This is an optimization exercise on Yosys and OpenROAD, whose aim is small area, a short achievable clock period and few clock cycles, not a production implementation.
Where RTL was checked, it was by simulation tests only, not by an equivalence proof against the original.
No activity file was given, so power comes from the tool's default toggle rates.

Design crc_units, start of the top module:
module crc_units (
    input  wire        clk,
    input  wire        rst,
    input  wire        req,
    input  wire        we,
    input  wire [7:0]  addr,      
    input  wire [31:0] wdata,
    output wire        ready,
    output reg  [31:0] rdata,     
    input  wire [4:0]  bound
);
    localparam integer NUNITS = 5;
    localparam [3:0] R_CTRL    = 4'h0;
    localparam [3:0] R_SEED_LO = 4'h1;
    localparam [3:0] R_SEED_HI = 4'h2;
    localparam [3:0] R_DIN     = 4'h3;
    localparam [3:0] R_RES_LO  = 4'h4;
    localparam [3:0] R_RES_HI  = 4'h5;
    wire [3:0] unit_idx = addr[7:4];
    wire [3:0] reg_idx  = addr[3:0];
    wire       unit_hit = (unit_idx < 4'd5) && (reg_idx <= R_RES_HI);
    wire       err_hit  = (addr == 8'h80);
    wire [NUNITS-1:0] busy;
    wire [NUNITS-1:0] unit_sel;
    genvar k;
    generate
        for (k = 0; k < NUNITS; k = k + 1) begin : g_sel
            assign unit_sel[k] = unit_hit && (unit_idx == k);
        end
    endgenerate
    wire busy_hit = (unit_idx == 4'd0 && busy[0]) || (unit_idx == 4'd1 && busy[1]) ||
                    (unit_idx == 4'd2 && busy[2]) || (unit_idx == 4'd3 && busy[3]) ||
                    (unit_idx == 4'd4 && busy[4]);
    assign ready = !(busy_hit && (reg_idx == R_DIN || reg_idx == R_RES_LO));
    wire acc = req && ready;
    wire wr  = acc && we;
    wire rd  = acc && !we;
    wire wr_cfg = wr && (reg_idx <= R_DIN);
    wire [NUNITS-1:0] wr_ok      = {NUNITS{wr_cfg}} & unit_sel & ~bound;
    wire [NUNITS-1:0] wr_blocked = {NUNITS{wr_cfg}} & unit_sel &  bound;
    reg [15:0] pending;
    always @(posedge clk)
        pending <= wdata[31:16];
  ...
export LEC_CHECK = 0
export CAP_MARGIN = 20
export CORE_MARGIN = 2
export CORE_UTILIZATION = 40
export SETUP_SLACK_MARGIN = 3
export SLEW_MARGIN = 20
create_clock -name core_clock -period 7.0 [get_ports {clk}]
run.sh (not shown) runs the stock make flow with config.mk's settings and CLKGATE_MAP_FILE= SYNTH_SCRIPT=/design/flow/synth_recipe.tcl, a recipe that flattens the netlist after the stock synthesis.
Edit:
--- a/flow/config.mk
+++ b/flow/config.mk
@@ -11 +11 @@
-export SETUP_SLACK_MARGIN = 3
+export SETUP_SLACK_MARGIN = 2
Sequential power is about the same.
Synthesized area is unchanged.
Clock skew stays flat.
Worst setup slack is worse by 270 ps.
Clock-buffer cell count went up by 1.
Flip-flop and latch count stays the same.
Final cell count went down by 4.2%.
Global-route usage went down by 1.9 points.
Design area went down by 11%.
Core utilization went down by 5.9 points.
Edit:
--- a/flow/config.mk
+++ b/flow/config.mk
@@ -11 +10,0 @@
-export SETUP_SLACK_MARGIN = 2
=> The new run completed with no timing, DRC or antenna violations. Global-route usage decreases by 0.51 points. Synthesized area stays the same. Setup slack is worse by 1200 ps. Maximum frequency decreases by 19%. Final area decreases by 3.2%. Via count decreases by 1.5%. Wire length decreases by 2.1%. Clock power barely changes.
Edit:
==> flow/flow/run.sh (new file) <==
#!/bin/bash
# The standard layout, with the port buffers made from plain buffers
# (buffer_ports -buffer_cell) so that timing repair can size them.
set -euo pipefail
export BUFFER_PORTS_ARGS="-buffer_cell sky130_fd_sc_hd__buf_2"
bash standard.sh > standard_flow.log 2>&1
==> flow/standard.sh (new file) <==
#!/bin/bash
# synth_recipe.tcl (not shown) runs the flow's synth.tcl, then flattens the netlist and writes it again
# the make line also repeats each setting of config.mk as NAME=value (left out here)
make -C /OpenROAD-flow-scripts/flow DESIGN_CONFIG=/design/flow/config.mk WORK_HOME=/design/flow/orfs CLKGATE_MAP_FILE= SYNTH_SCRIPT=/design/flow/synth_recipe.tcl "${@:-finish}"
--- a/flow/config.mk
+++ b/flow/config.mk
@@ -10,0 +11 @@
+export SETUP_SLACK_MARGIN = 3
removed: flow/run.sh
The changed run passed the timing, DRC and antenna checks.
Via count goes up by about 5%.
Routed wire length goes up by 8.5%.
Register-to-register slack improves by 910 ps.
Combinational power goes up by 21%.
Worst setup slack improves by 1400 ps.
Synthesized area is unchanged.
Count of clock-buffer cells in the layout goes down by 5.
Critical path depth goes up by 1.
Global-route usage goes up by 2.6 points.
First-iteration DRC count goes up by about 7%.
Hold slack barely changes.
No run of this note included a check of the RTL's function; only the layout flow was run.

Another version of the RTL of crc_units (not shown whole).
Size in the first run: roughly 3400 cells after synthesis, about 27000 um^2 of cells after synthesis.
// crc_units
module crc_units (
    input  wire        clk,
    input  wire        rst,
    input  wire        req,
    input  wire        we,
    input  wire [7:0]  addr,      
    input  wire [31:0] wdata,
    output wire        ready,
    output reg  [31:0] rdata,     
    input  wire [4:0]  bound
);
clock: 7.0 ns
lec_check: 0
cap_margin: 20
core_margin: 2
core_utilization: 40
setup_slack_margin: 3
slew_margin: 20
tns_end_percent: 10
standard.sh (not shown) runs the stock make flow with config.mk's settings and CLKGATE_MAP_FILE= SYNTH_SCRIPT=/design/flow/synth_recipe.tcl, a recipe that flattens the netlist after the stock synthesis.
==> flow/flow/run.sh <==
#!/bin/bash
# The standard layout, with the port buffers made from plain buffers
# (buffer_ports -buffer_cell) and timing repair free to change a cell's
# footprint when it sizes it.
set -euo pipefail
export BUFFER_PORTS_ARGS="-buffer_cell sky130_fd_sc_hd__buf_2"
bash standard.sh MATCH_CELL_FOOTPRINT=0 finish > standard_flow.log 2>&1
Testbench counts at the start, summed over its fixed seeds: cycles 25,557.
Next try:
==> flow/run.sh (new file) <==
#!/bin/bash
# synth_recipe.tcl (not shown) runs the flow's synth.tcl, then flattens the netlist and writes it again
# the make line also repeats each setting of config.mk as NAME=value (left out here)
make -C /OpenROAD-flow-scripts/flow DESIGN_CONFIG=/design/flow/config.mk WORK_HOME=/design/flow/orfs CLKGATE_MAP_FILE= SYNTH_SCRIPT=/design/flow/synth_recipe.tcl finish
SETUP_SLACK_MARGIN = default   (was 3)
TNS_END_PERCENT = default   (was 10)
removed: flow/flow/run.sh
removed: flow/standard.sh
Result: The new run went through all stages and came out clean; maximum frequency fell by about 27%; synthesized area does not change; setup slack is worse by 1.7 ns; hold slack is better by 0.0034 ns; total power fell by about 7%; sequential share of layout area rose by 2.2 points; first-iteration DRC count rose by about 6%; routed wire length fell by 4.4%; clock power fell by about 3%; combinational power fell by 14%; design area fell by about 9%.

Another version of the RTL of crc_units (not shown whole).
Size: roughly 82 I/O pins, roughly 25000 um^2 of cells after synthesis.
Settings: LEC_CHECK=0, CAP_MARGIN=20, CORE_MARGIN=2, CORE_UTILIZATION=50, CTS_BUF_LIST=sky130_fd_sc_hd__clkbuf_8, CTS_CLUSTER_SIZE=30, SETUP_SLACK_MARGIN=2.2, SLEW_MARGIN=20, TNS_END_PERCENT=10; clock period 7.0 ns.
==> flow/flow/run.sh <==
#!/bin/bash
# The standard layout, with the port buffers made from plain buffers
# (buffer_ports -buffer_cell) and timing repair free to change a cell's
# footprint when it sizes it.
set -euo pipefail
export BUFFER_PORTS_ARGS="-buffer_cell sky130_fd_sc_hd__buf_2"
bash standard.sh MATCH_CELL_FOOTPRINT=0 finish > standard_flow.log 2>&1
Testbench counts at the start, summed over its fixed seeds: cycles 25,557.
Next try:
Settings changed: CORE_UTILIZATION 50 to 40, SETUP_SLACK_MARGIN 2.2 to 3.
Outcome:
- The changed run ran to the end with no violations
- register-to-register slack gains 0.20 ns
- synthesized area does not change
- wire length increases by 7.8%
- worst setup slack improved by 0.30 ns
- first-iteration DRC count drops by 12%
- combinational power is higher by 9.9%
- cell count rises by 8.0%

Starting RTL as in the previous note.
clock: 7.0 ns
lec_check: 0
cap_margin: 20
core_margin: 2
core_utilization: 50
cts_buf_list: sky130_fd_sc_hd__clkbuf_8
cts_cluster_size: 30
setup_slack_margin: 3
slew_margin: 20
tns_end_percent: 10
Scripts as last shown in full above: flow/flow/run.sh
The baseline went through all stages and came out clean.
Testbench counts at the start, summed over its fixed seeds: cycles 25,557.
Next try:
--- a/flow/config.mk
+++ b/flow/config.mk
@@ -8,8 +8,8 @@
 export CAP_MARGIN = 20
 export CORE_MARGIN = 2
-export CORE_UTILIZATION = 50
+export CORE_UTILIZATION = 40
 export CTS_BUF_LIST = sky130_fd_sc_hd__clkbuf_8
 export CTS_CLUSTER_SIZE = 30
-export SETUP_SLACK_MARGIN = 3
+export SETUP_SLACK_MARGIN = 2.2
 export SLEW_MARGIN = 20
 export TNS_END_PERCENT = 10
What happened: Register-to-register slack is worse by 0.54 ns; worst setup slack is worse by 0.25 ns; final area falls by 2.8%; count of clock-buffer cells in the layout rises by 8.
Next try:
--- a/flow/config.mk
+++ b/flow/config.mk
@@ -8,5 +8,5 @@
 export CAP_MARGIN = 20
 export CORE_MARGIN = 2
-export CORE_UTILIZATION = 40
+export CORE_UTILIZATION = 55
 export CTS_BUF_LIST = sky130_fd_sc_hd__clkbuf_8
 export CTS_CLUSTER_SIZE = 30
Outcome:
- The changed run finished with timing, DRC and antenna clean
- wire length fell by 4.7%
- fmax fell by 2.0%
- setup slack loses 0.10 ns
- critical path depth rises by 2
- design area came out lower by 1.4%
- non-clock buffer count increases by 2
- core utilization went up by 17 points
- count of clock-buffer cells in the layout came out lower by 9
- clock power is lower by about 8%
- synthesized area is unchanged
- die area is lower by 27%
Next try:
--- a/flow/config.mk
+++ b/flow/config.mk
@@ -11,5 +11,5 @@
 export CTS_BUF_LIST = sky130_fd_sc_hd__clkbuf_8
 export CTS_CLUSTER_SIZE = 30
-export SETUP_SLACK_MARGIN = 2.2
+export SETUP_SLACK_MARGIN = 2.5
 export SLEW_MARGIN = 20
 export TNS_END_PERCENT = 10
Wire length stays flat. Via count barely changes. Worst setup slack improved by 0.24 ns. Non-clock buffer count came out higher by 18. Global-route usage went up by 0.32 points. Combinational power came out higher slightly. First-iteration DRC count is lower by a few percent.

crc_units, a different RTL version from the one above (not shown whole).
Size in the first run: roughly 3,200 cells after synthesis, about 370 flip-flops, ~82 I/O pins, about 26,000 um^2 of cells after synthesis.
// crc_units
module crc_units (
    input  wire        clk,
    input  wire        rst,
    input  wire        req,
    input  wire        we,
    input  wire [7:0]  addr,      
    input  wire [31:0] wdata,
    output wire        ready,
    output reg  [31:0] rdata,     
    input  wire [4:0]  bound
);
    localparam integer NUNITS = 5;
    localparam [3:0] R_CTRL    = 4'h0;
    localparam [3:0] R_SEED_LO = 4'h1;
    localparam [3:0] R_SEED_HI = 4'h2;
    localparam [3:0] R_DIN     = 4'h3;
    localparam [3:0] R_RES_LO  = 4'h4;
    localparam [3:0] R_RES_HI  = 4'h5;
    wire [3:0] unit_idx = addr[7:4];
    wire [3:0] reg_idx  = addr[3:0];
    wire       unit_hit = (unit_idx < 4'd5) && (reg_idx <= R_RES_HI);
    wire       err_hit  = (addr == 8'h80);
    wire [NUNITS-1:0] busy;
    wire [NUNITS-1:0] unit_sel;
    genvar k;
    generate
        for (k = 0; k < NUNITS; k = k + 1) begin : g_sel
            assign unit_sel[k] = unit_hit && (unit_idx == k);
        end
    endgenerate
    wire busy_hit = (unit_idx == 4'd0 && busy[0]) || (unit_idx == 4'd1 && busy[1]) ||
                    (unit_idx == 4'd2 && busy[2]) || (unit_idx == 4'd3 && busy[3]) ||
                    (unit_idx == 4'd4 && busy[4]);
    assign ready = !(busy_hit && (reg_idx == R_DIN || reg_idx == R_RES_LO));
    wire wr  = req && we;
    wire rd  = req && !we && !(busy[4] && reg_idx == R_RES_LO);
    wire wr_cfg = wr && (reg_idx <= R_DIN);
    wire [NUNITS-1:0] wr_ok      = {NUNITS{wr_cfg}} & unit_sel & ~bound &
                                   ~(busy & {NUNITS{reg_idx == R_DIN}});
  ...
Settings: LEC_CHECK=0, CAP_MARGIN=20, CORE_MARGIN=2, CORE_UTILIZATION=40, SETUP_SLACK_MARGIN=3, SLEW_MARGIN=20, TNS_END_PERCENT=10; clock period 7.0 ns.
Scripts as last shown in full above: flow/flow/run.sh
Rerun with:
CTS_BUF_LIST = sky130_fd_sc_hd__clkbuf_8   (was unset)
CTS_CLUSTER_SIZE = 30   (was unset)
Hold slack stays flat.
Global-route usage goes up by 0.20 points.
Wire length hardly moves.
Register-to-register slack gets worse by 0.11 ns.
Clock power goes down by 15%.
Area after synthesis does not change.
Via count is about the same.
Count of clock-buffer cells in the layout goes up by 29.
Function was not checked in any run of this note: the RTL went through the layout flow alone.

re-timing with driven ports:
The flow's constraints put no driver on any port. The routed layouts listed below were extracted and timed again, unchanged, in two steps.
Step 1, drivers: a clkbuf_16 drives clk and a buf_2 each remaining input, both assumed.
Step 2 adds t to the input delays and takes it off the output delays; t is the mean of the earliest and latest rising clock arrival at the registers after step 1. Input paths then give back, and output paths get back, about the clock's delay inside the block.
Three values: no drivers, after step 1, after step 2; two values: the first two.
| run | t (ns) | slack for setup (ns) | slew at the worst register clock pin (ns) | cell pins on the clock port's net |
|---|---|---|---|---|
| the first run of note 1 | 0.649 | 2.212 / 2.121 / 2.121 | 0.07 / 0.07 | 1 |
| the second run of note 1 | 0.653 | 1.940 / 1.873 / 1.398 | 0.08 / 0.08 | 1 |
| the third run of note 1 | 0.657 | 0.744 / 0.658 / 0.658 | 0.08 / 0.08 | 1 |
| the fourth run of note 1 | 0.675 | 2.141 / 2.059 / 2.059 | 0.07 / 0.07 | 1 |
| the first run of note 2 | 0.657 | 2.420 / 2.320 / 1.856 | 0.07 / 0.07 | 1 |
| the second run of note 2 | 0.654 | 0.768 / 0.744 / 0.695 | 0.07 / 0.07 | 1 |
| the first run of note 3 | 0.727 | 2.044 / 1.991 / 1.456 | 0.07 / 0.07 | 1 |
| the second run of note 3 | 0.737 | 2.349 / 2.295 / 1.819 | 0.08 / 0.08 | 1 |
| the first run of note 4 | 0.748 | 2.350 / 2.200 / 1.644 | 0.07 / 0.07 | 1 |
| the second run of note 4 | 0.734 | 2.105 / 2.079 / 1.425 | 0.07 / 0.07 | 1 |
| the third run of note 4 | 0.730 | 2.003 / 1.959 / 1.296 | 0.07 / 0.07 | 1 |
| the fourth run of note 4 | 0.750 | 2.246 / 2.198 / 1.625 | 0.07 / 0.07 | 1 |
| the first run of note 5 | 0.654 | 2.146 / 2.073 / 1.778 | 0.07 / 0.07 | 1 |
| the second run of note 5 | 0.738 | 2.158 / 2.084 / 1.756 | 0.07 / 0.07 | 1 |
After both steps setup and hold are still met in every run listed. The setup slack of the third run of note 4, which loses most, moves by -0.044 ns with the drivers and by -0.707 ns with both steps.
